What follows belongs to an exercise in optimizing a design on an open flow for small area; a production flow would make more cautious choices. The RTL was checked by simulation tests, not by an equivalence proof against the original design. No activity file was given, so power comes from the tool's default toggle rates.

## run R
==> flow/design.v (excerpt) <==
module iso_link_rx (
    input  wire        clk,
    input  wire        rst,             
    input  wire        rxd,             
    input  wire        beacon,          
    input  wire        tick_1us,        
    input  wire        tlm_lost_rd,     
    input  wire        crc_err_rd,      
    input  wire [7:0]  ld_fault_w1c,    
    input  wire        ld_vld_ov_w1c,   
    output reg         frm_valid,       
    output wire [3:0]  frm_type,
    output wire [47:0] frm_payload,
    output reg  [1:0]  state,           
    output reg         ssr,
    output reg         lclk_lock,
    output reg         line_present,
    output reg  [15:0] tlm_lost,
    output reg  [15:0] crc_err,
    output reg  [7:0]  qw_last,
    output wire [31:0] line_period,
    output reg  [31:0] zc_pos,
    output reg  [31:0] zc_neg,
    output reg  [9:0]  hvin_v,
    output reg  [11:0] vline_pk,
    output reg  [7:0]  ld_temp,
    output reg  [7:0]  ld_fault,
    output reg         ld_vld_ov,
    output reg         ev_line_loss,    
    output wire        ev_line_return,  
    output wire        ev_link_fault,   
    output wire        ev_tlm_loss,     
    output wire        ev_conv_fault,   
    output reg         lf_reset         
);
Settings: LEC_CHECK=0, CAP_MARGIN=20, CORE_MARGIN=2, CORE_UTILIZATION=40, PLACE_DENSITY=0.6, SLEW_MARGIN=20; clock period 10.0 ns.
run.sh (not shown) runs the stock make flow with config.mk's settings and CLKGATE_MAP_FILE= SYNTH_SCRIPT=/design/flow/synth_recipe.tcl, a recipe that flattens the netlist after the stock synthesis.
[inputs] run G vs run R
- an added CTS_BUF_LIST of sky130_fd_sc_hd__clkbuf_4
- an added ABC_AREA of 1
- an added CTS_CLUSTER_SIZE of 20
Notes after the runs:
Summary: with run R as the reference, global-route wire length before repair in run G moved up by more than 10%.
Against run R, the final cell area of run G is higher.
Changes observed in run G relative to run R: final core area utilization ~0 delta, number of diodes +6, die area +about 2.3%, worst hold slack after final layout -14 ps.
The commonest non-fill, non-tap cell in the layout comes out sky130_fd_sc_hd__edfxtp_1 in one run and sky130_fd_sc_hd__inv_1 in the other, namely in run R and run G respectively.
A top routing layer in use of met5 is what run R shows, while met4 belongs to run G.
Area added between synthesis and finish was higher in the run labelled run R.
Re post-layout total power: run G is 2.6% down on run R.
As of run G, cell count after placement had risen by more than 10% compared to run R.

--- another note on this design; it stands on its own ---

==> inputs of v7 <==
Design iso_link_rx, start of the top module:
module iso_link_rx (
    input  wire        clk,
    input  wire        rst,             
    input  wire        rxd,             
    input  wire        beacon,          
    input  wire        tick_1us,        
    input  wire        tlm_lost_rd,     
    input  wire        crc_err_rd,      
    input  wire [7:0]  ld_fault_w1c,    
    input  wire        ld_vld_ov_w1c,   
    output reg         frm_valid,       
    output wire [3:0]  frm_type,
    output wire [47:0] frm_payload,
    output reg  [1:0]  state,           
    output reg         ssr,
    output reg         lclk_lock,
    output reg         line_present,
    output reg  [15:0] tlm_lost,
    output reg  [15:0] crc_err,
    output reg  [7:0]  qw_last,
    output wire [31:0] line_period,
    output reg  [31:0] zc_pos,
    output reg  [31:0] zc_neg,
    output reg  [9:0]  hvin_v,
    output reg  [11:0] vline_pk,
    output reg  [7:0]  ld_temp,
    output reg  [7:0]  ld_fault,
    output reg         ld_vld_ov,
    output reg         ev_line_loss,    
    output wire        ev_line_return,  
    output wire        ev_link_fault,   
  ...
Settings: LEC_CHECK=0, CAP_MARGIN=20, CORE_MARGIN=2, CORE_UTILIZATION=60, PLACE_DENSITY=0.75, SLEW_MARGIN=20; clock period 10.0 ns.
standard.sh (not shown) runs the stock make flow with config.mk's settings and CLKGATE_MAP_FILE= SYNTH_SCRIPT=/design/flow/synth_recipe.tcl, a recipe that flattens the netlist after the stock synthesis.
==> flow/flow/run.sh <==
#!/bin/bash
# The standard layout (standard.sh), with two changes:
#  - every port still gets its buffer, but the smallest one (buf_1);
#  - the clock tree uses larger sink clusters and no dummy loads.
# The whole ORFS run's output goes to make.log here; ORFS keeps each step's
# log under orfs/logs/.
set -euo pipefail
export BUFFER_PORTS_ARGS="-buffer_cell sky130_fd_sc_hd__buf_1"
export CTS_ARGS="-sink_clustering_enable -repair_clock_nets -sink_clustering_size 15 -sink_clustering_max_diameter 150 -buf_list sky130_fd_sc_hd__clkbuf_8 -dont_use_dummy_load"
bash standard.sh > make.log 2>&1
==> v28 (differences from v7) <==
--- a/flow/flow/run.sh
+++ b/flow/flow/run.sh
@@ -6,5 +6,5 @@
 # log under orfs/logs/.
 set -euo pipefail
 export BUFFER_PORTS_ARGS="-buffer_cell sky130_fd_sc_hd__buf_1"
-export CTS_ARGS="-sink_clustering_enable -repair_clock_nets -sink_clustering_size 15 -sink_clustering_max_diameter 150 -buf_list sky130_fd_sc_hd__clkbuf_8 -dont_use_dummy_load"
+export CTS_ARGS="-sink_clustering_enable -repair_clock_nets -sink_clustering_size 18 -sink_clustering_max_diameter 150 -buf_list sky130_fd_sc_hd__clkbuf_8 -dont_use_dummy_load"
 bash standard.sh > make.log 2>&1
==> qor summary <==
quantity                                                                                     v28                       v7
Run status                                                               complete, no violations  complete, no violations
Sequential share of cell area                                                              0.580                    0.578
Worst ir drop on vdd                                                                  0.000117 V               0.000148 V
Met2 routed wirelength                                                            21,000 microns           21,400 microns
Comb power frac                                                                            0.040                    0.039
Clock power frac                                                                           0.279                    0.296
Startpoint of the tightest hold check path                                             age[8][6]                age[7][2]
Met1 usage                                                                                 0.308                    0.312
Routed len/inst                                                                     16.6 microns             16.7 microns
Switch Pwr                                                                            0.000814 W               0.000844 W
Switching power as a share of total power                                                  0.216                    0.219
Max-Slew Margin vs Limit                                                                   0.334                    0.332
Final-layout clock buffer total                                                               39                       46
Final-stage net count                                                                      2,289                    2,296
Multi-input logic portion of the cell area                                                 0.314                    0.313
Detailed-route via count                                                                  14,400                   14,500
Ratio of final minimum period to clock period                                              0.749                    0.749
Routed length on met3                                                               2370 microns             2300 microns
Clock slew at the register clock pins of the worst setup and hold paths                   110 ps                    90 ps
Number of global-route vias before repair                                                 13,900                   14,000
Clock distribution area overhead in the final layout                                      0.0227                   0.0266
Iteration-0 DRC count of the detailed router                                                 858                      830
GR Util met3                                                                              0.0378                   0.0370
Clock latency on the worst-skew pair                                                      590 ps                   640 ps
Non-clock buffers, area share                                                             0.0438                   0.0436
End point of the most critical hold path                                               age[8][7]                age[7][3]
Clock group                                                                            0.00105 W                0.00114 W

==> what the ideal ports hide <==
Ports are ideal in the flow. The routed layouts listed here were re-timed in OpenROAD.
Step 1 assumes that a clkbuf_16 drives the clock port and a buf_2 every other input.
Step 2 moves the port delays by t, midway between the first and last clock arrival at a register: inputs arrive t later, outputs are due t later. That takes back most of the time a late clock gives input paths.
Slacks: ideal ports / drivers / drivers and shift; pairs: ideal ports / drivers.
run | shift t [ns] | setup slack, ns | slew at the worst register clock pin (ns)
run R | 0.639 | 3.243 / 3.234 / 2.595 | 0.06 / 0.06
run G | 1.021 | 3.712 / 3.730 / 2.709 | 0.08 / 0.08
v7 | 0.666 | 2.510 / 2.501 / 1.835 | 0.10 / 0.10
v28 | 0.622 | 2.508 / 2.498 / 1.876 | 0.11 / 0.11
After both steps setup and hold are still met in every run listed. For run G, which loses most, drivers alone change the setup slack by +0.018 ns; drivers and shift together by -1.003 ns.
